Background: an optimization exercise with open tools, aiming at small area, a short achievable clock period and few clock cycles per item. Do not read the settings as production practice. The RTL was checked by simulation tests, not by an equivalence proof against the original design. Power and IR drop assume default switching activity.

$ cat design/flow/config.mk
export PLATFORM = sky130hd
export DESIGN_NAME = press_f0_enc
export DESIGN_NICKNAME = press_f0_enc
export VERILOG_FILES = /design/flow/design.v
export SDC_FILE = /design/flow/constraint.sdc
export NUM_CORES = 4
export LEC_CHECK = 0
export CAP_MARGIN = 20
export CORE_MARGIN = 2
export CORE_UTILIZATION = 62
export PLACE_DENSITY = 0.8
export SETUP_SLACK_MARGIN = 5
export SLEW_MARGIN = 20
$ cat design/flow/flow/run.sh
#!/bin/bash
set -euo pipefail
MARGIN=7
sed "s/SETUP_SLACK_MARGIN=[0-9.]*/SETUP_SLACK_MARGIN=${MARGIN}/" standard.sh > standard_margin.sh
grep -q "SETUP_SLACK_MARGIN=${MARGIN}" standard_margin.sh
bash standard_margin.sh > standard.log 2>&1
$ cat design/flow/constraint.sdc
create_clock -name core_clock -period 12.0 [get_ports {clk}]
set_input_delay 2.4000 -clock core_clock [delete_from_list [all_inputs] [get_ports {clk}]]
set_output_delay 2.4000 -clock core_clock [all_outputs]
set_load 0.01 [all_outputs]
$ cat design/flow/standard.sh
#!/bin/bash
# synth_recipe.tcl (not shown) runs the flow's synth.tcl, then flattens the netlist and writes it again
# the make line also repeats each setting of config.mk as NAME=value (left out here)
make -C /OpenROAD-flow-scripts/flow DESIGN_CONFIG=/design/flow/config.mk WORK_HOME=/design/flow/orfs CLKGATE_MAP_FILE= SYNTH_SCRIPT=/design/flow/synth_recipe.tcl "${@:-finish}"
$ cat design/flow/design.v
module press_f0_enc (
    input  wire        clk,
    input  wire        rst,
    input  wire        in_valid,
    output wire        in_ready,
    input  wire [31:0] in_data,
    input  wire        in_first,
    input  wire        in_last,
    input  wire [31:0] in_base,
    input  wire [31:0] in_first_run,
    output wire        out_valid,
    input  wire        out_ready,
    output wire [31:0] out_data,
    output wire        out_last,
    output wire [31:0] out_bits
);
    localparam [1:0] CV = 2'd0, CB = 2'd1, CH = 2'd2;           
    localparam [1:0] KV = 2'd0, KS = 2'd1, KB = 2'd2, KH = 2'd3;  
    function [31:0] pfx_or;              
        input [31:0] x;
        reg [31:0] y;
        integer s, i;
        begin
            y = x;
            for (s = 1; s < 32; s = s * 2)
                for (i = 2 * s - 1; i < 32; i = i + 2 * s) y[i] = y[i] | y[i - s];
            for (s = 8; s >= 1; s = s / 2)
                for (i = 3 * s - 1; i < 32; i = i + 2 * s) y[i] = y[i] | y[i - s];
            pfx_or = y;
        end
    endfunction
    function [4:0] enc32;                
        input [31:0] oh;
        integer i;
        begin
            enc32 = 5'd0;
            for (i = 0; i < 32; i = i + 1)
                if (oh[i]) enc32 = enc32 | i[4:0];
        end
    endfunction
    function [5:0] popcount;
        input [31:0] v;
        integer i;
        begin
            popcount = 6'd0;
            for (i = 0; i < 32; i = i + 1)
                popcount = popcount + {5'd0, v[i]};
        end
    endfunction
    function [4:0] kfun;
        input [26:0] a;
        input [4:0]  n;
        integer j, i;
        reg [26:0] c;
        reg        hi, lo, gt, eq;
        reg [4:0]  w, kk;
        begin
            for (j = 0; j < 27; j = j + 1) begin
                hi = 1'b0; lo = 1'b0;
                for (i = j + 5; i < 27; i = i + 1) hi = hi | a[i];
                for (i = 0; i < j; i = i + 1) lo = lo | a[i];
                for (i = 0; i < 5; i = i + 1) w[i] = (j + i < 27) ? a[j + i] : 1'b0;
                gt = 1'b0; eq = 1'b1;
                for (i = 4; i >= 0; i = i - 1) begin
                    gt = gt | (eq & w[i] & ~n[i]);
                    eq = eq & ~(w[i] ^ n[i]);
                end
                c[j] = hi | gt | (eq & lo);
            end
            kk = 5'd0;                   
            for (j = 0; j < 27; j = j + 1)
                if (c[j] & ((j == 26) ? 1'b1 : ~c[j + 1])) kk = kk | (j + 1);
            kfun = kk;
        end
    endfunction
    reg        h_full;
    reg [31:0] h_d;
    reg [1:0]  h_cls;
    reg        h_eq, h_first, h_last;
    reg [31:0] p, pred;
    reg        inrun;
    reg [9:0]  nleft;
    reg [2:0]  body;
    reg [19:0] ps;                       
    assign in_ready = !h_full;
    wire take = in_valid && !h_full;
    wire        fr_run   = !in_first_run[31];
    wire [31:0] p_eff    = in_first ? in_base : p;
    wire [31:0] pred_eff = in_first ? in_base : pred;
    wire        i_inrun  = in_first ? fr_run : inrun;
    wire [2:0]  i_body   = in_first ? 3'd0 : body;
    wire [9:0]  i_nleft  = in_first ? in_first_run[29:20] : nleft;
    wire [1:0]  i_cls    = i_inrun ? CV : ((i_body != 3'd0) ? CB : CH);
    wire [31:0] i_d      = i_inrun ? (in_data ^ p_eff) : in_data;
    wire        i_eq     = (in_data == pred_eff);
    always @(posedge clk) begin
        if (take) begin
            inrun <= i_inrun;
            nleft <= i_nleft;
            body  <= i_body;
            p     <= p_eff;
            pred  <= pred_eff;
            case (i_cls)
                CV: begin
                    p    <= in_data;
                    pred <= p_eff;
                    if (i_nleft == 10'd0) inrun <= 1'b0;
                    else                  nleft <= i_nleft - 10'd1;
                end
                CB: body <= i_body - 3'd1;
                default: begin
                    if (in_data[31:30] == 2'b00) begin
                        inrun <= 1'b1;
                        nleft <= in_data[29:20];
                    end else if (in_data[31:30] == 2'b10) begin
                        body <= 3'd5;
                    end
                end
            endcase
        end
    end
    reg        x_valid;
    reg [31:0] x_r;
    reg [1:0]  x_cls;
    reg        x_eq, x_first, x_last, x_start;
    reg [5:0]  x_pos;
    wire [31:0] xl   = pfx_or(x_r);
    wire [31:0] xz   = xl & ~x_r;
    wire [31:0] xlz  = pfx_or(xz);
    wire [4:0]  xa   = enc32(xl & ~(xl << 1));
    wire [5:0]  xb   = {xlz == 32'd0, enc32(xlz & ~(xlz << 1))};
    wire [4:0]  xg   = xa - x_pos[4:0];
    wire [5:0]  xm6  = xb - {1'b0, xa} - 6'd1;
    wire [31:0] xr_n = x_r & xlz;
    wire        x_nz = (x_r != 32'd0);
    wire        x_more = (xr_n != 32'd0);
    wire [5:0]  x_pc = popcount(x_r);
    wire        x_done = (x_cls != CV) || x_eq || !x_more;
    wire [19:0] ps_eff = ps;
    wire [20:0] sk_d   = {1'b0, x_r[19:0]} - {1'b0, ps_eff};
    wire [21:0] sk_d2  = {sk_d, 1'b0};
    wire [20:0] x_z    = sk_d[20] ? ~sk_d2[20:0] : sk_d2[20:0];
    wire        x_isrun = (x_r[31:30] == 2'b00);
    wire [1:0]  x_kind = (x_cls == CB) ? KB : (x_cls == CH) ? KH : (x_eq ? KS : KV);
    wire [20:0] x_aux  = (x_cls == CH) ? x_z :
                         {x_start, x_nz, x_pc, xg, 3'd0, (x_nz ? xm6[4:0] : 5'd0)};
    reg        d_valid;
    reg [1:0]  d_kind;
    reg        d_first, d_last;
    reg [31:0] d_w;
    reg [20:0] d_aux;
    reg [11:0] d_q;                      
    reg [1:0]  rph;                      
    reg [10:0] aM, aG;
    reg [4:0]  nM, nG;
    reg [2:0]  kM, kG;
    reg [26:0] aS;
    reg [4:0]  nS, kS;
    reg [15:0] aL;
    reg [4:0]  nL;
    reg [3:0]  kL;
    reg         xfresh;
    wire        xf    = x_first || xfresh;
    wire [4:0]  xkS   = xf ? 5'd0 : kS;
    wire [3:0]  xkL   = xf ? 4'd0 : kL;
    wire [20:0] xqSf  = x_z >> xkS;
    wire [9:0]  xqLf  = x_r[29:20] >> xkL;
    wire [11:0] x_q   = {(xqLf >= 10'd24), xqLf[4:0], (xqSf >= 21'd24), xqSf[4:0]};
    wire        hasm = d_aux[20];
    wire        hasg = d_aux[19];
    wire [5:0]  pc   = d_aux[18:13];
    wire [4:0]  g    = d_aux[12:8];
    wire [4:0]  m    = d_aux[4:0];
    wire [20:0] z    = d_aux;
    wire [9:0]  n1   = d_w[29:20];
    wire        isrun = (d_w[31:30] == 2'b00);
    wire        is_v = (d_kind == KV);
    wire        is_h = (d_kind == KH);
    wire [5:0]  qMf  = pc >> kM;
    wire        escM = (qMf >= 6'd24);
    wire [5:0]  lenM = escM ? 6'd56 : (qMf + 6'd1 + {3'd0, kM});
    wire [5:0]  pcL  = pc & ~(6'h3F << kM);
    wire [31:0] valM = escM ? {2'b00, pc, 24'hFF_FFFF} :
                       (({26'd0, pcL} << (qMf[4:0] + 5'd1)) | ~(32'hFFFF_FFFF << qMf[4:0]));
    wire [4:0]  qG   = g >> kG;
    wire        escG = (qG >= 5'd24);
    wire [5:0]  lenG = escG ? 6'd56 : ({1'b0, qG} + 6'd1 + {3'd0, kG});
    wire [4:0]  gL   = g & ~(5'h1F << kG);
    wire [31:0] valG = escG ? {3'b000, g, 24'hFF_FFFF} :
                       (({27'd0, gL} << (qG + 5'd1)) | ~(32'hFFFF_FFFF << qG));
    wire        bigM    = (kM == 3'd0) ? (pc >= 6'd10) : ((kM == 3'd1) && (pc >= 6'd20));
    wire        bigG    = (kG == 3'd0) ? (g >= 5'd10)  : ((kG == 3'd1) && (g >= 5'd20));
    wire        split_a = is_v && hasm && hasg && (bigM || bigG);
    wire        useg    = is_v && hasg && !split_a;
    wire [4:0]  offG    = lenM[4:0] + 5'd1;
    wire [32:0] valMG   = (hasm ? {valM, 1'b0} : 33'd0) |
                          (useg ? (hasm ? ({17'd0, valG[15:0]} << offG) : {1'b0, valG}) : 33'd0);
    wire [5:0]  lenMG   = (hasm ? lenM + 6'd1 : 6'd0) + (useg ? lenG : 6'd0);
    wire [11:0] aG_p  = {1'b0, aG} + {7'd0, g};
    wire [10:0] A1g   = (nG == 5'd31) ? aG_p[11:1] : aG_p[10:0];
    wire [11:0] aG_pm = {1'b0, aG} + {7'd0, g} - 12'd1;
    wire [10:0] A1gm1 = (nG == 5'd31) ? (aG_p[11:1] - 11'd1) : aG_pm[10:0];
    wire [4:0]  N1g   = (nG == 5'd31) ? 5'd16 : nG + 5'd1;
    wire [2:0]  mm    = (m > 5'd7) ? 3'd7 : m[2:0];
    wire [5:0]  Ngm   = (nG == 5'd31) ? {1'b0, 5'd16} + {3'd0, mm} : {1'b0, nG} + {3'd0, mm} + 6'd1;
    wire [5:0]  Nnm   = {1'b0, nG} + {3'd0, mm};
    wire        hvg   = (Ngm >= 6'd32);
    wire        hvn   = (Nnm >= 6'd32);
    wire [10:0] A2g   = hvg ? {1'b0, A1g[10:1]} : A1g;
    wire [10:0] A2n   = hvn ? {1'b0, aG[10:1]} : aG;
    wire [4:0]  N2g   = hvg ? 5'd16 : Ngm[4:0];
    wire [4:0]  N2n   = hvn ? 5'd16 : Nnm[4:0];
    wire [4:0]  zcg   = hvg ? (5'd0 - N1g) : {2'd0, mm};
    wire [4:0]  zcn   = hvn ? (5'd0 - nG) : {2'd0, mm};
    wire [2:0]  kG2g  = kfun({16'd0, A2g}, N2g);
    wire [2:0]  kG2n  = kfun({16'd0, A2n}, N2n);
    wire        zrun  = is_v && !split_a;
    wire [10:0] A1    = useg ? A1g : aG;
    wire [10:0] A1m1  = useg ? A1gm1 : (aG - 11'd1);
    wire [4:0]  N1    = useg ? N1g : nG;
    wire        hv    = useg ? hvg : hvn;
    wire [4:0]  zc    = !zrun ? 5'd0 : (useg ? zcg : zcn);
    wire [5:0]  nGmm  = {1'b0, nG} + {3'd0, mm};
    wire        crossG = useg ? ((nG != 5'd31) && (nGmm >= 6'd32)) : (nGmm >= 6'd33);
    wire        split_b = zrun && ((m > 5'd7) || crossG);
    wire [10:0] A2    = !zrun ? aG : (useg ? A2g : A2n);
    wire [4:0]  N2    = !zrun ? nG : (useg ? N2g : N2n);
    wire [2:0]  kG2   = !zrun ? kG : (useg ? kG2g : kG2n);
    wire [11:0] aM_p = {1'b0, aM} + {6'd0, pc};
    wire        updM = is_v && hasm;
    wire [10:0] aM_n = !updM ? aM : ((nM == 5'd31) ? aM_p[11:1] : aM_p[10:0]);
    wire [4:0]  nM_n = !updM ? nM : ((nM == 5'd31) ? 5'd16 : nM + 5'd1);
    wire [4:0]  qS   = d_q[4:0];
    wire        escS = d_q[5];
    wire [4:0]  qL   = d_q[10:6];
    wire        escL = d_q[11];
    wire [6:0]  sumSL = {2'd0, qS} + {2'd0, kS} + {2'd0, qL} + {3'd0, kL};
    wire        short = !escS && !escL && (sumSL <= 7'd30);
    wire        run_s = is_h && isrun && short;           
    wire [20:0] zL   = z & ~(21'h1F_FFFF << kS);
    wire [9:0]  nL1  = n1 & ~(10'h3FF << kL);
    wire [31:0] thq  = ~(32'hFFFF_FFFF << ((rph == 2'd0) ? qS : qL));
    wire        upd_sl = run_s && (rph == 2'd0);
    wire [27:0] aS_p = {1'b0, aS} + {7'd0, z};
    wire [26:0] aS_n = !upd_sl ? aS : ((nS == 5'd31) ? aS_p[27:1] : aS_p[26:0]);
    wire [4:0]  nS_n = !upd_sl ? nS : ((nS == 5'd31) ? 5'd16 : nS + 5'd1);
    wire [16:0] aL_p = {1'b0, aL} + {7'd0, n1};
    wire [15:0] aL_n = !upd_sl ? aL : ((nL == 5'd31) ? aL_p[16:1] : aL_p[15:0]);
    wire [4:0]  nL_n = !upd_sl ? nL : ((nL == 5'd31) ? 5'd16 : nL + 5'd1);
    reg         r_short;
    wire [1:0]  rph_n = rph + 2'd1;
    wire        rmore = isrun && ((rph == 2'd0) || (rph == 2'd2) || ((rph == 2'd1) && r_short));
    reg  [32:0] tok_v;
    reg  [5:0]  tok_l;
    always @(*) begin
        case (d_kind)
            KS: begin tok_v = 33'd1;       tok_l = 6'd1;  end
            KB: begin tok_v = {1'b0, d_w}; tok_l = 6'd32; end
            KH: begin
                case (rph)
                    2'd0: if (run_s) begin tok_v = {thq, 1'b0};   tok_l = {1'b0, qS} + 6'd2; end
                          else       begin tok_v = {d_w, 1'b1};  tok_l = 6'd33; end
                    2'd1: begin tok_v = {12'd0, zL};   tok_l = r_short ? {1'b0, kS} : 6'd0; end
                    2'd2: begin tok_v = {1'b0, thq};   tok_l = {1'b0, qL} + 6'd1; end
                    default: begin tok_v = {23'd0, nL1}; tok_l = {2'd0, kL}; end
                endcase
            end
            default: begin tok_v = valMG; tok_l = lenMG; end
        endcase
    end
    wire hold_h = is_h && rmore;
    wire split  = d_valid && (split_a || split_b || hold_h);
    reg        t_valid;
    reg [32:0] t_val;
    reg [6:0]  t_lenc;                   
    reg [10:0] t_a1m1;
    reg        t_anz;
    reg [4:0]  t_n1m1;
    reg [2:0]  t_zc;
    reg        t_last;
    reg        u_valid;
    reg [32:0] u_val;
    reg [7:0]  u_len;
    reg        u_last;
    reg [31:0] lo, hi;
    reg [8:0]  nb;
    reg [24:0] total;
    reg        flush;
    assign out_valid = flush || (nb >= 9'd32);
    assign out_last  = flush && (nb <= 9'd32);
    assign out_data  = lo;
    assign out_bits  = {7'd0, total};
    wire drain  = out_valid && out_ready;
    wire dlast  = drain && out_last;
    wire accept = u_valid && !flush && ((nb < 9'd32) || (drain && nb < 9'd64));
    wire adv_u  = !u_valid || accept;
    wire adv    = !t_valid || adv_u;
    wire fire   = d_valid && adv;
    wire adv_x  = adv && !split;
    wire ctx_rst = rst || (fire && d_last && !split);
    wire [10:0] zam1 = t_a1m1;
    wire        za_nz = t_anz;
    wire [4:0]  zn1m1 = t_n1m1;
    reg  [2:0]  zcnt [0:4];
    reg  [10:0] zF;
    reg  [6:0]  zd;
    integer zj;
    always @(*) begin
        for (zj = 0; zj < 5; zj = zj + 1) begin
            zF = zam1 >> zj;
            zd = {1'b0, zF[5:0]} - {2'b00, zn1m1};
            if (!za_nz)                      zcnt[zj] = 3'd0;
            else if (zF[10:6] != 5'd0)       zcnt[zj] = t_zc;
            else if (zd[6] || zd == 7'd0)    zcnt[zj] = 3'd0;
            else if (zd[5:0] >= {3'd0, t_zc}) zcnt[zj] = t_zc;
            else                             zcnt[zj] = zd[2:0];
        end
    end
    wire [3:0] zs01  = {1'b0, zcnt[0]} + {1'b0, zcnt[1]};
    wire [3:0] zs23  = {1'b0, zcnt[2]} + {1'b0, zcnt[3]};
    wire [4:0] zs03  = {1'b0, zs01} + {1'b0, zs23};
    wire [7:0] zs4   = {5'd0, zcnt[4]} + {1'b0, t_lenc};
    wire [7:0] t_len = zs4 + {3'd0, zs03};
    wire [63:0] ins    = {31'd0, u_val} << nb[4:0];
    wire [31:0] keep   = ~(32'hFFFF_FFFF << nb[4:0]);
    wire [31:0] lo_src = drain ? hi : lo;
    wire [31:0] hi_src = drain ? 32'd0 : hi;
    always @(posedge clk) begin
        if (accept) begin
            lo <= (lo_src & keep) | (ins[31:0] & ~keep);
            hi <= ins[63:32];
        end else begin
            lo <= lo_src;
            hi <= hi_src;
        end
    end
    always @(posedge clk) begin
        if (rst) begin
            nb    <= 9'd0;
            total <= 25'd0;
            flush <= 1'b0;
        end else begin
            nb    <= (drain ? (out_last ? 9'd0 : nb - 9'd32) : nb) + (accept ? {1'b0, u_len} : 9'd0);
            total <= (dlast ? 25'd0 : total) + (accept ? {17'd0, u_len} : 25'd0);
            if (dlast)
                flush <= 1'b0;
            else if (accept && u_last)
                flush <= 1'b1;
        end
    end
    always @(posedge clk) begin
        if (rst) begin
            t_valid <= 1'b0;
            u_valid <= 1'b0;
        end else begin
            if (adv)   t_valid <= d_valid;
            if (adv_u) u_valid <= t_valid;
        end
    end
    always @(posedge clk) begin
        if (t_valid && adv_u) begin
            u_val  <= t_val;
            u_len  <= t_len;
            u_last <= t_last;
        end
    end
    always @(posedge clk) begin
        if (fire) begin
            t_val  <= tok_v;
            t_lenc <= {1'b0, tok_l} + {4'd0, zc[2:0]};
            t_a1m1 <= A1m1;
            t_anz  <= (A1 != 11'd0);
            t_n1m1 <= N1 - 5'd1;
            t_zc   <= zc[2:0];
            t_last <= d_last && !split;
        end
    end
    wire        ksl_s = (rph != 2'd3);
    wire [4:0]  ksl   = kfun(ksl_s ? aS : {11'd0, aL}, ksl_s ? nS : nL);
    always @(posedge clk) begin
        if (ctx_rst) begin
            aM <= 11'd1; nM <= 5'd1; kM <= 3'd0;
            aG <= 11'd1; nG <= 5'd1; kG <= 3'd0;
            aS <= 27'd1; nS <= 5'd1; kS <= 5'd0;
            aL <= 16'd1; nL <= 5'd1; kL <= 4'd0;
        end else begin
            if (fire && is_h && r_short && (rph == 2'd1)) kS <= ksl;
            if (fire && is_h && (rph == 2'd3))            kL <= ksl[3:0];
            if (fire) begin
                aM <= aM_n; nM <= nM_n; kM <= kfun({16'd0, aM_n}, nM_n);
                aG <= A2;   nG <= N2;   kG <= kG2;
                aS <= aS_n; nS <= nS_n;
                aL <= aL_n; nL <= nL_n;
            end
        end
    end
    always @(posedge clk) begin
        if (rst) begin
            d_valid <= 1'b0;
            rph     <= 2'd0;
        end else if (adv) begin
            if (split) begin
                d_first <= 1'b0;
                if (hold_h) begin
                    rph <= rph_n;
                    if (rph == 2'd0) r_short <= run_s;
                end else begin
                    d_aux[20] <= 1'b0;
                    if (!split_a) begin
                        d_aux[19]  <= 1'b0;
                        d_aux[4:0] <= m - zc;
                    end
                end
            end else begin
                rph     <= 2'd0;
                d_valid <= x_valid;
                d_kind  <= x_kind;
                d_first <= x_first && x_start;
                d_last  <= x_last && x_done;
                d_w     <= x_r;
                d_aux   <= x_aux;
                d_q     <= x_q;
            end
        end
    end
    wire x_free = !x_valid || (x_done && adv_x);
    always @(posedge clk) begin
        if (rst) begin
            x_valid <= 1'b0;
            h_full  <= 1'b0;
        end else begin
            if (x_valid && adv_x) begin
                if (x_cls == CH && x_isrun) xfresh <= 1'b0;
                else if (x_first)           xfresh <= 1'b1;
                if (x_cls == CH && x_isrun) ps <= x_r[19:0];
            end
            if (x_valid && adv_x && !x_done) begin
                x_r     <= xr_n;
                x_pos   <= xb;
                x_start <= 1'b0;
            end
            if (take && in_first)
                ps <= fr_run ? in_first_run[19:0] : 20'd0;
            if (x_free) begin
                if (h_full) begin
                    x_valid <= 1'b1;
                    x_r     <= h_d;
                    x_cls   <= h_cls;
                    x_eq    <= h_eq;
                    x_first <= h_first;
                    x_last  <= h_last;
                    x_start <= 1'b1;
                    x_pos   <= 6'd0;
                    h_full  <= 1'b0;
                end else if (take) begin
                    x_valid <= 1'b1;
                    x_r     <= i_d;
                    x_cls   <= i_cls;
                    x_eq    <= i_eq;
                    x_first <= in_first;
                    x_last  <= in_last;
                    x_start <= 1'b1;
                    x_pos   <= 6'd0;
                end else begin
                    x_valid <= 1'b0;
                end
            end else if (take) begin
                h_full  <= 1'b1;
                h_d     <= i_d;
                h_cls   <= i_cls;
                h_eq    <= i_eq;
                h_first <= in_first;
                h_last  <= in_last;
            end
        end
    end
endmodule
==> results of run 1 <==
critical path, cell delays in order, from the launching register on:
cell,delay [ns]
edfxtp_1,0.51
nor4_2,0.97
nor2b_1,0.36
o31ai_2,0.18
nor4b_4,0.39
a22oi_2,0.09
nor2b_1,0.24
fa_1,0.47
inv_2,0.10
fa_1,0.44
fa_1,0.43
inv_1,0.07
ha_2,0.18
inv_2,0.04
fa_2,0.33
inv_1,0.08
a21o_1,0.14
a21oi_2,0.07
xnor2_1,0.15
routing by layer:
metal	vias to the layer above	track usage	wire length, µm
met5	-	0	29
met4	4	0.257	13600
met3	754	0.0803	18400
met2	3132	0.655	83400
li1	23300	-	-
met1	24400	0.504	68500
worst paths after layout:
path	from	to	slack, ns	cells after the start
setup reg to reg	t_a1m1[7]	u_len[6]	6.47	18
hold reg to reg	t_val[5]	u_val[5]	0.41	0
hold / removal	t_val[5]	u_val[5]	0.41	0
setup / recovery	t_a1m1[7]	u_len[6]	6.47	18
timing repair:
action / in CTS / in global routing
endpoints found under the setup margin: 300 / 158
cloned: 3 / 1
buffers inserted: 72 / 61
resized for setup: 165 / 159
pin swaps: 45 / 76
through the flow:
step | power (mW) | hold slack (ns) | area [µm²] | setup slack, ns
after CTS | 9.34 | 0.413 | 57000 | 6.78
after detailed placement | 7.16 | 0.405 | 53700 | 4.95
after floorplan | 5.77 | 0.400 | 51600 | 6.95
after global routing | 10.2 | 0.424 | 58300 | 6.29
final | 9.78 | 0.406 | 58300 | 6.47
after global placement | 7.09 | 0.404 | 53700 | 5.10
sequential cells by signal, indices dropped and copies added, names as in the netlist, 16 cells and up:
register,cells
aL,16
aS,27
d_aux,21
d_w,32
h_d,32
hi,32
lo,32
p,32
pred,32
ps,20
t_val,33
total,25
u_val,33
x_r,32
power by group through the flow:
stage | registers, mW | logic (mW) | clock network, mW
floorplan | 2.52 | 3.25 | 0
global placement | 2.61 | 4.48 | 0
detailed placement | 2.62 | 4.54 | 0
CTS | 2.52 | 4.85 | 1.97
global route | 2.54 | 5.64 | 2.04
finish | 2.52 | 5.29 | 1.96
cells in the mapped netlist (66+ instances only):
master    count  area share
nand2_1     604       0.044
nor2_1      579       0.042
a21oi_1     499       0.049
o21ai_0     412       0.040
edfxtp_1    384        0.22
clkbuf_1    331       0.024
inv_1       264       0.019
mux2i_1     259       0.051
ha_1        248       0.060
dfxtp_1     173       0.067
xnor2_1     165       0.028
nor3_1      164       0.016
nand3_1     157       0.015
a21o_1      112       0.016
xor2_1      101       0.017
a31oi_1      96       0.012
a211oi_1     89       0.013
o22ai_1      78      0.0095
nor2b_1      73      0.0089
and2_1       66      0.0080
logic make-up after synthesis:
group,count (synthesis),share of synthesized area
other,1,0.0000731
buffers and inverters,700,0.0531
adder cells (fa/ha/maj),363,0.0957
XOR/XNOR,267,0.0457
AND/OR/NAND/NOR,1986,0.181
flip-flops,557,0.292
AO/OA/AOI/OAI,1988,0.256
multiplexers,347,0.0760
layout make-up:
class,count,area (µm²),share of cell area
inverters,287,1110,0.0190
flip-flops and latches,557,15000,0.258
multi-input cells,4959,35100,0.603
clock buffers,81,1730,0.0297
well taps,1070,1340,0.0230
clock inverters,34,325,0.00558
repair buffers,397,3630,0.0623
diodes,2,5.00,0.0000859
==> results by group, run 1 <==
Outcome
  • Status: complete, no violations

Finish
  • Share of post-route cells with drive strength above 1: 0.124
  • Layout Area Growth over Synthesis: 13.5%
  • Final std cells w/o fill: 7387
  • Leading cell type in the layout, fill and taps excluded: nand2_1
  • Final core utilization: 0.711
  • Layout fillers: 6408
  • Commonest cells after routing, fill and taps aside: nand2_1 (597), nor2_1 (566), a21oi_1 (458)
  • Layout net count: 6678

Worst setup path
  • Worst setup path class: reg2reg
  • Crit path capture type: flop
  • Endpoint arrival time on the critical path: 5.91 ns
  • Max FO, Critical Path: 5
  • Required time of the critical path: 12.38 ns
  • Type of origin of the critical path: flop

Timing
  • Fin Clk Skew: 0.0526 ns
  • Setup TNS: 0 ns
  • Setup violators final: 0
  • Relative slew slack: 0.164
  • Tightest Pin Transition: 1.25 ns
  • Endpoints failing hold: 0
  • RSZ-0062 raised after global routing: yes
  • Period utilisation layout: 0.461
  • Final max-slew violation count: 0
  • Fmax: 0.181 GHz
  • Min Clock Period, post-route: 5.53 ns

Power and ir drop
  • Peak supply drop: 269 µV
  • Clock Power Share: 0.201
  • Net Sw Power: 4.27 mW
  • P_leak: about 23 nW
  • Internal power: 5.51 mW
  • Comb power frac: 0.541
  • Pwr dens: 168 mW/mm²
  • Register share of total power: 0.258
  • Switching share of power: 0.437

Clock tree
  • Worst-path clk slew: around 0.060 ns
  • CTS buffer count: between 60 and 70
  • Clock Root Buffer: clkbuf_16
  • Clk Latency, worst-skew pair: 0.68 ns
  • Htree depth: 2
  • CTS sink cnt: 557
  • CTS Buffer Depth: 3
  • CTS tree: yes
  • Post-CTS Hold Buffers: 0

Synthesis
  • Fraction of registers with async set/reset: 0
  • Flops & latches, synth: 557
  • Avg Inst Size Synth: 8.27 µm²
  • Sequential area share after synthesis: 0.292
  • Unique cell type count in the Yosys netlist: roughly 120
  • Synth warn: 2
  • Synth Cell Area: 0.0513 mm²
  • Top_reg_cell synth: edfxtp_1
  • Cells after Synth: about 6200
  • Post-synth EDFFs: 384

Die
  • Starting density of the core: 0.626
  • Core area: 0.0820 mm²
  • Die extent in y: 292 µm
  • Die Width: 292 µm
  • Io pins: 169
  • DIE AREA: 0.0851 mm²
  • Rows: 105

Global routing
  • Grt total ovfl: 0
  • Vias in the first global route: between 40000 and 50000
  • All-Layer GR Usage: 0.408
  • First-pass GRT wire length: 276000 µm
  • Initial antenna violation count: 5
  • Largest net degree at the start of global routing: ~110

Route
  • # DRC: 0
  • Iteration-0 DRC Markers: 6397
  • WL per Instance: 24.9 µm
  • Vias: between 50000 and 60000
  • 1st-pass router iterations: 9
  • Routed Antenna Nets: 0
  • Total wire length: 184000 µm
  • Via-per-instance ratio: 6.97

Flow run
  • Max Cap Viol: 0

Placement
  • Final Wtd Congestion: around 1.0
  • Port bufs: 160
  • DP Cell Count: ~7000
  • Hpwl dp: 129000 µm

Hold path
  • Hold Path Class: reg2reg
Testbench counts, summed over its fixed seeds: cycles 231,371, items 152,338.
==> run 2, diff against run 1 <==
--- a/design/flow/config.mk
+++ b/design/flow/config.mk
@@ -6,8 +6,8 @@
 export NUM_CORES = 4
 export LEC_CHECK = 0
-export CAP_MARGIN = 20
+export CAP_MARGIN = 10
 export CORE_MARGIN = 2
-export CORE_UTILIZATION = 62
-export PLACE_DENSITY = 0.8
+export CORE_UTILIZATION = 55
+export PLACE_DENSITY = 0.75
 export SETUP_SLACK_MARGIN = 5
-export SLEW_MARGIN = 20
+export SLEW_MARGIN = 10
==> results by group, run 2 <==
Clock tree
  • CTS tree: yes
  • Worst-path clk slew: around 0.06 ns
  • Post-CTS Hold Buffers: 0
  • CTS sink cnt: 557
  • CTS Buffer Depth: 3
  • CTS buffer count: between 60 and 70
  • Clk Latency, worst-skew pair: 0.67 ns
  • Clock Root Buffer: clkbuf_16
  • Htree depth: 3

Synthesis
  • Post-synthesis simple-gate area fraction: 0.181
  • Yosys top cell area share: 0.225
  • Cells after Synth: 6209
  • Mux cell area share after synthesis: 0.0760
  • Largest family of logic cells by synthesized area: compound AO/OA/AOI/OAI gates
  • Synth area leader: edfxtp_1
  • Flops & latches, synth: between 500 and 600
  • Post-synthesis adder-cell area fraction: 0.0957
  • Complex-gate fraction of the synthesized area: 0.256
  • Sequential area share after synthesis: 0.292
  • Synth Cell Area: 0.0513 mm²
  • Top_reg_cell synth: edfxtp_1
  • Post-synth EDFFs: about 380
  • Post-Synth XOR/XNOR Area: 0.0457
  • Fraction of registers with async set/reset: 0
  • Ranking of synthesized cells by area: edfxtp_1 (22%), dfxtp_1 (6.7%), ha_1 (6.0%)
  • Commonest cells post-synth: nand2_1 (604), nor2_1 (579), a21oi_1 (499)
  • Most common cell in the netlist: nand2_1
  • Synth warn: 2
  • Unique cell type count in the Yosys netlist: roughly 120
  • Avg Inst Size Synth: 8.27 µm²

Die
  • Io pins: roughly 170
  • Core area: 0.0929 mm²
  • Die extent in y: 309 µm
  • Rows: 112
  • Die Width: 309 µm
  • Starting density of the core: 0.552
  • DIE AREA: approximately 0.096 mm²

Finish
  • Layout net count: about 6700
  • Final core utilization: 0.632
  • Commonest cells after routing, fill and taps aside: nand2_1 (597), nor2_1 (567), a21oi_1 (462)
  • Largest regs: t_val x33, u_val x33
  • Leading cell type in the layout, fill and taps excluded: nand2_1
  • Layout fillers: 7875
  • Layout Area Growth over Synthesis: 14.3%
  • Share of post-route cells with drive strength above 1: 0.123
  • Area of the multi-input gates: 0.0351 mm²
  • Register area: around 0.015 mm²

Worst setup path
  • Worst setup path class: reg2reg
  • CP Cell Sequence: inv_1, ha_2, inv_2, fa_2, ha_4, a21o_1, a21o_1, a21oi_2, o21ai_2, buf_4, a22oi_2, nor2b_2, fa_1, fa_2, inv_2, fa_2, inv_2, ha_4, inv_2, fa_2, inv_2, a21o_1, a21oi_2, xnor2_1
  • Crit-path slowest cell: fa_2
  • Slowest stage delay, CP: 0.60 ns
  • Most numerous cell on the critical path: inv_2
  • Reg2reg setup slack: 6.77 ns
  • Type of origin of the critical path: flop
  • Required time of the critical path: 12.39 ns
  • Endpoint arrival time on the critical path: roughly 5.6 ns
  • Crit path capture type: flop
  • Max FO, Critical Path: 2

Global routing
  • Initial antenna violation count: 4
  • Largest net degree at the start of global routing: 99
  • Grt total ovfl: 0
  • All-Layer GR Usage: 0.367
  • Vias in the first global route: 46900
  • First-pass GRT wire length: 275000 µm

Route
  • Total wire length: 183000 µm
  • # DRC: 0
  • Routed Antenna Nets: 0
  • Iteration-0 DRC Markers: ~6700
  • 1st-pass router iterations: 9
  • WL per Instance: about 24 µm
  • Via-per-instance ratio: 6.76
  • Vias: 51100

Timing
  • Tightest Pin Transition: 1.20 ns
  • Fin Clk Skew: 0.0283 ns
  • Final max-slew violation count: 0
  • Relative slew slack: 0.195
  • RSZ-0062 raised after global routing: yes
  • Final worst slack: ~6.8 ns
  • Hold_ws: between 0.4 and 0.5 ns
  • Setup TNS: 0 ns
  • Setup violators final: 0
  • Min Clock Period, post-route: roughly 5.2 ns
  • Period utilisation layout: 0.436
  • Endpoints failing hold: 0
  • Fmax: 0.191 GHz

Flow run
  • Max Cap Viol: 0

Power and ir drop
  • P_leak: 22.5 nW
  • Peak supply drop: 258 µV
  • Pwr dens: 171 mW/mm²
  • Pwr Total: ~10 mW

Outcome
  • Status: complete, no violations

Placement
  • Port bufs: 160
  • Hpwl dp: 129000 µm
  • Final Wtd Congestion: ~1.0
  • Pre-CTS setup slack: 4.81 ns

Hold path
  • Hold Path Class: reg2reg
==> run 2: cell counts after synthesis <==
Identical to the previous run, type by type.
==> run 2: kinds of logic (layout without fill, tap and decap cells) <==
kind of cell,Yosys count,in the layout
AO/OA/AOI/OAI,1988,1989
adder cells (fa/ha/maj),363,363
multiplexers,347,347
buffers and inverters,700,783
AND/OR/NAND/NOR,1986,1987
XOR/XNOR,267,267
flip-flops,557,557
other,1,9
==> run 2: report_power, final <==
part / total [mW] / internal [mW] / switching, mW
sequential: 2.54 / 2.35 / 0.181
clock: 2.21 / 1.27 / 0.933
combinational: 5.31 / 2.07 / 3.24
total: 10.0 / 5.70 / 4.35
==> run 2: cell type report <==
type                    count  share of cell area
multi-input cells        4960               0.598
flip-flops and latches    557               0.256
repair buffers            370              0.0594
clock buffers              86              0.0319
well taps                1254              0.0267
inverters                 287              0.0193
clock inverters            37             0.00780
repair inverters            3            0.000320
diodes                      2           0.0000853
==> run 2: stage by stage <==
step	instance area, µm²	cells
final	58700	7556
after global placement	53900	7316
after CTS	57700	7512
after detailed placement	53900	7316
after global routing	58700	7554
after floorplan	51600	6215
==> run 2: worst paths after layout <==
kind,from,to,depth (start not counted)
setup / recovery,t_a1m1[1],u_len[6],24
hold / removal,t_last,u_last,0
setup reg to reg,t_a1m1[1],u_len[6],24
hold reg to reg,t_last,u_last,0
==> run 2: worst max-delay path, delay by kind of cell, from the launching register on <==
family / cells / cell delay [ns]
adders and majority gates: 8 / 2.86
AOI/OAI and AO/OA: 7 / 0.93
buffers and inverters: 7 / 0.54
DFF: 1 / 0.43
xor gates and xnor gates: 1 / 0.12
and+or+nand+nor: 1 / 0.08
==> run 2: per-layer routing <==
layer  global-route usage  vias to the layer above  share of wire
met3               0.0639                      630          0.098
met2                0.578                     2921           0.45
li1                     -                    23300              -
met4                0.203                        0          0.065
met1                0.478                    24300           0.39
met5                    0                        -              0
==> run 2: what timing repair did <==
| item | CTS | global route |
|---|---|---|
| gates cloned | 8 | 2 |
| setup endpoints to repair | 362 | 184 |
| pin swaps | 49 | 87 |
| resized for setup | 181 | 150 |
| setup buffers | 65 | 40 |
==> run 3, diff against run 2 <==
--- a/design/flow/design.v
+++ b/design/flow/design.v
@@ -240,5 +240,7 @@
     wire [20:0] zL   = z & ~(21'h1F_FFFF << kS);
     wire [9:0]  nL1  = n1 & ~(10'h3FF << kL);
-    wire [31:0] thq  = ~(32'hFFFF_FFFF << ((rph == 2'd0) ? qS : qL));
+    wire [31:0] thq  = ~(32'hFFFF_FFFF << qS);
+    wire [5:0]  kqL  = {1'b0, kS} + {1'b0, qL};
+    wire [31:0] onesL = ~(32'hFFFF_FFFF << kqL) & (32'hFFFF_FFFF << kS);
     wire        upd_sl = run_s && (rph == 2'd0);
     wire [27:0] aS_p = {1'b0, aS} + {7'd0, z};
@@ -250,5 +252,5 @@
     reg         r_short;
     wire [1:0]  rph_n = rph + 2'd1;
-    wire        rmore = isrun && ((rph == 2'd0) || (rph == 2'd2) || ((rph == 2'd1) && r_short));
+    wire        rmore = isrun && ((rph == 2'd0) || ((rph == 2'd1) && r_short));
     reg  [32:0] tok_v;
     reg  [5:0]  tok_l;
@@ -261,6 +263,8 @@
                     2'd0: if (run_s) begin tok_v = {thq, 1'b0};   tok_l = {1'b0, qS} + 6'd2; end
                           else       begin tok_v = {d_w, 1'b1};  tok_l = 6'd33; end
-                    2'd1: begin tok_v = {12'd0, zL};   tok_l = r_short ? {1'b0, kS} : 6'd0; end
-                    2'd2: begin tok_v = {1'b0, thq};   tok_l = {1'b0, qL} + 6'd1; end
+                    2'd1: begin
+                        tok_v = r_short ? {1'b0, onesL | {11'd0, zL}} : 33'd0;
+                        tok_l = r_short ? kqL + 6'd1 : 6'd0;
+                    end
                     default: begin tok_v = {23'd0, nL1}; tok_l = {2'd0, kL}; end
                 endcase
@@ -376,5 +380,5 @@
         end
     end
-    wire        ksl_s = (rph != 2'd3);
+    wire        ksl_s = (rph != 2'd2);
     wire [4:0]  ksl   = kfun(ksl_s ? aS : {11'd0, aL}, ksl_s ? nS : nL);
     always @(posedge clk) begin
@@ -386,5 +390,5 @@
         end else begin
             if (fire && is_h && r_short && (rph == 2'd1)) kS <= ksl;
-            if (fire && is_h && (rph == 2'd3))            kL <= ksl[3:0];
+            if (fire && is_h && (rph == 2'd2))            kL <= ksl[3:0];
             if (fire) begin
                 aM <= aM_n; nM <= nM_n; kM <= kfun({16'd0, aM_n}, nM_n);
--- a/design/flow/config.mk
+++ b/design/flow/config.mk
@@ -6,8 +6,8 @@
 export NUM_CORES = 4
 export LEC_CHECK = 0
-export CAP_MARGIN = 10
+export CAP_MARGIN = 20
 export CORE_MARGIN = 2
 export CORE_UTILIZATION = 55
 export PLACE_DENSITY = 0.75
 export SETUP_SLACK_MARGIN = 5
-export SLEW_MARGIN = 10
+export SLEW_MARGIN = 20
==> results by group, run 3 <==
Timing
  • Period utilisation layout: 0.453
  • Final max-slew violation count: 0
  • Fmax: around 0.18 GHz
  • Tightest Pin Transition: 1.12 ns
  • RSZ-0062 raised after global routing: yes
  • Setup TNS: 0 ns
  • Relative slew slack: 0.233
  • Min Clock Period, post-route: ~5.4 ns
  • Endpoints failing hold: 0
  • Fin Clk Skew: 0.0351 ns
  • Setup violators final: 0

Hold path
  • Hold Path Class: reg2reg
  • Hold Startpoint: t_val[7]

Finish
  • Layout net count: 6785
  • Leading cell type in the layout, fill and taps excluded: nand2_1
  • Share of post-route cells with drive strength above 1: 0.124
  • Layout Area Growth over Synthesis: 14.9%
  • Layout fillers: ~7800
  • Commonest cells after routing, fill and taps aside: nand2_1 (631), nor2_1 (604), a21oi_1 (447)
  • Largest regs: t_val x33, u_val x33

Global routing
  • Grt total ovfl: 0
  • Largest net degree at the start of global routing: 88
  • Vias in the first global route: 47600
  • Initial antenna violation count: 3
  • All-Layer GR Usage: 0.359
  • First-pass GRT wire length: between 200000 and 300000 µm

Placement
  • Final Wtd Congestion: 1.06
  • Port bufs: 160
  • Hpwl dp: 128000 µm

Synthesis
  • Complex-gate fraction of the synthesized area: 0.252
  • Unique cell type count in the Yosys netlist: 111
  • Largest family of logic cells by synthesized area: compound AO/OA/AOI/OAI gates
  • Mux cell area share after synthesis: 0.0730
  • Avg Inst Size Synth: approximately 8 µm²
  • Most common cell in the netlist: nand2_1
  • Cells after Synth: approximately 6300
  • Yosys top cell area share: 0.224
  • Top_reg_cell synth: edfxtp_1
  • Ranking of synthesized cells by area: edfxtp_1 (22%), dfxtp_1 (6.7%), ha_1 (6.2%)
  • Synth Cell Area: 0.0515 mm²
  • Synth area leader: edfxtp_1
  • Post-synthesis simple-gate area fraction: 0.181
  • Post-synthesis adder-cell area fraction: 0.101
  • Fraction of registers with async set/reset: 0
  • Post-Synth XOR/XNOR Area: 0.0488
  • Synth warn: 2
  • Flops & latches, synth: roughly 560
  • Post-synth EDFFs: 384
  • Commonest cells post-synth: nand2_1 (641), nor2_1 (623), a21oi_1 (482)
  • Sequential area share after synthesis: 0.291

Die
  • DIE AREA: 0.0960 mm²
  • Die Width: between 300 and 400 µm
  • Core area: 0.0930 mm²
  • Starting density of the core: 0.553
  • Io pins: between 150 and 200
  • Die extent in y: 310 µm
  • Rows: about 110

Worst setup path
  • Max FO, Critical Path: 5
  • Required time of the critical path: 12.46 ns
  • Worst setup path class: reg2reg
  • Type of origin of the critical path: flop
  • RR Startpoint: t_n1m1[0]
  • CP startpoint: t_n1m1[0]
  • Crit path capture type: flop
  • Endpoint arrival time on the critical path: 5.90 ns

Power and ir drop
  • P_leak: 22.8 nW
  • Pwr Total: between 10 and 15 mW
  • Peak supply drop: 211 µV
  • Pwr dens: 170 mW/mm²

Flow run
  • Max Cap Viol: 0

Route
  • 1st-pass router iterations: 8
  • Vias: 51400
  • WL per Instance: between 20 and 25 µm
  • Via-per-instance ratio: 6.71
  • # DRC: 0
  • Routed Antenna Nets: 0
  • Iteration-0 DRC Markers: 6829
  • Total wire length: 182000 µm

Clock tree
  • CTS tree: yes
  • Worst-path clk slew: roughly 0.06 ns
  • CTS sink cnt: 557
  • Clk Latency, worst-skew pair: 0.67 ns
  • Post-CTS Hold Buffers: 0
  • CTS buffer count: 67
  • CTS Buffer Depth: 3
  • Clock Root Buffer: clkbuf_16
  • Htree depth: 3

Outcome
  • Status: complete, no violations
run 3: cell types whose count changed in the layout (fill, tap and decap cells not counted), moves of 17 or more:
| cell | delta |
|---|---|
| nor2_1 | +37 |
| o22ai_1 | -17 |
| nand2b_1 | +18 |
| nand2_1 | +34 |
| nand3_1 | -27 |
| o21a_1 | -21 |
| o211ai_1 | +28 |
| o21ai_0 | +54 |
| a311oi_1 | +27 |
| buf_4 | +47 |
run 3: layout make-up:
type / count / area (µm²) / share of cell area
Inverter: 277 / 1070 / 0.0181
Antenna cell: 4 / 10.0 / 0.000169
Timing Repair Buffer: 419 / 3830 / 0.0648
Sequential cell: 557 / 15000 / 0.254
Multi-Input combinational cell: 5038 / 35400 / 0.599
Clock inverter: 30 / 347 / 0.00586
Clock buffer: 91 / 1890 / 0.0319
Tap cell: 1254 / 1570 / 0.0265
run 3: cell families after synthesis:
kind of cell / after synthesis
adder cells (fa/ha/maj): 388
flip-flops: 557
other: 1
AND/OR/NAND/NOR: 2028
multiplexers: 343
XOR/XNOR: 285
AO/OA/AOI/OAI: 1983
buffers and inverters: 688
run 3: final timing paths:
check | endpoint | slack [ns] | cells after the start
min reg2reg | u_val[7] | 0.42 | 0
min | u_val[7] | 0.42 | 0
max reg2reg | u_len[6] | 6.56 | 22
max | u_len[6] | 6.56 | 22
run 3: metrics by stage:
step / cell area [µm²] / hold WS (ns) / utilization / worst slack [ns] / cells
6_report: 59100 / 0.419 / 0.635 / 6.56 / 7670
5_1_grt: 59100 / 0.424 / 0.635 / 6.42 / 7667
4_1_cts: 57800 / 0.420 / 0.621 / 6.81 / 7592
3_5_place_dp: 54200 / 0.405 / 0.582 / 4.99 / 7389
3_3_place_gp: 54200 / 0.404 / 0.582 / 5.06 / 7389
2_1_floorplan: 51800 / 0.400 / - / 6.83 / 6279
run 3: per-layer routing:
metal  track usage  vias up  routed length [µm]
met5             0        -                  13
met4         0.217        2               13200
met3        0.0760      741               18300
met2         0.582     2961               82100
met1         0.440    24300               68000
li1              -    23500                   -
run 3: what timing repair did:
action	in CTS	in global routing
pin swaps	54	86
cloned	3	5
resized for setup	159	170
buffers inserted	79	67
setup endpoints to repair	383	271
run 3: worst max-delay path, cell delays in order (launching register included):
cell and delay (ns):
edfxtp_1 0.50, buf_4 0.19, ha_2 0.17, inv_2 0.07, fa_2 0.47, ha_4 0.23, a21o_1 0.15, a21o_1 0.25
a21oi_2 0.22, o21ai_2 0.10, a22o_1 0.22, nand2_1 0.07, fa_1 0.45, fa_1 0.50, inv_1 0.06, fa_1 0.48
ha_2 0.19, inv_2 0.04, fa_2 0.37, inv_1 0.07, a21o_1 0.10, a21oi_1 0.08, xnor2_1 0.27
run 3: where the power goes:
part           total [mW]  leakage (nW)  switching (mW)  internal (mW)
clock network        2.10          1.09           0.896           1.21
logic                5.38          16.6            3.30           2.08
registers            2.57          5.07           0.192           2.37
Testbench counts of run 3, summed over its fixed seeds: cycles 227,875, items 152,338.

-- port drivers added, routing unchanged --
The results above use ideal ports. As a check the final layouts listed here were re-extracted and re-timed, cells and wires unchanged.
Step 1: set_driving_cell puts a clkbuf_16 on clk and a buf_2 on each other input, an assumption about the parent block.
Step 2 also shifts input and output timing later by t, the mid clock arrival at the registers, as if the neighbouring blocks saw the same clock.
a / b / c = no drivers / after step 1 / after step 2; a / b = the first two.
| run | t (ns) | setup WS [ns] | worst slew at a driven data input, ns |
|---|---|---|---|
| run 1 | 0.728 | 6.471 / 6.471 / 6.471 | 0.09 |
| run 2 | 0.725 | 6.773 / 6.773 / 6.462 | 0.08 |
| run 3 | 0.732 | 6.560 / 6.560 / 6.393 | 0.08 |
After both steps every run listed still meets setup and hold. For run 2, which loses most, drivers alone change the setup slack by 0.000 ns; drivers and shift together by -0.311 ns.
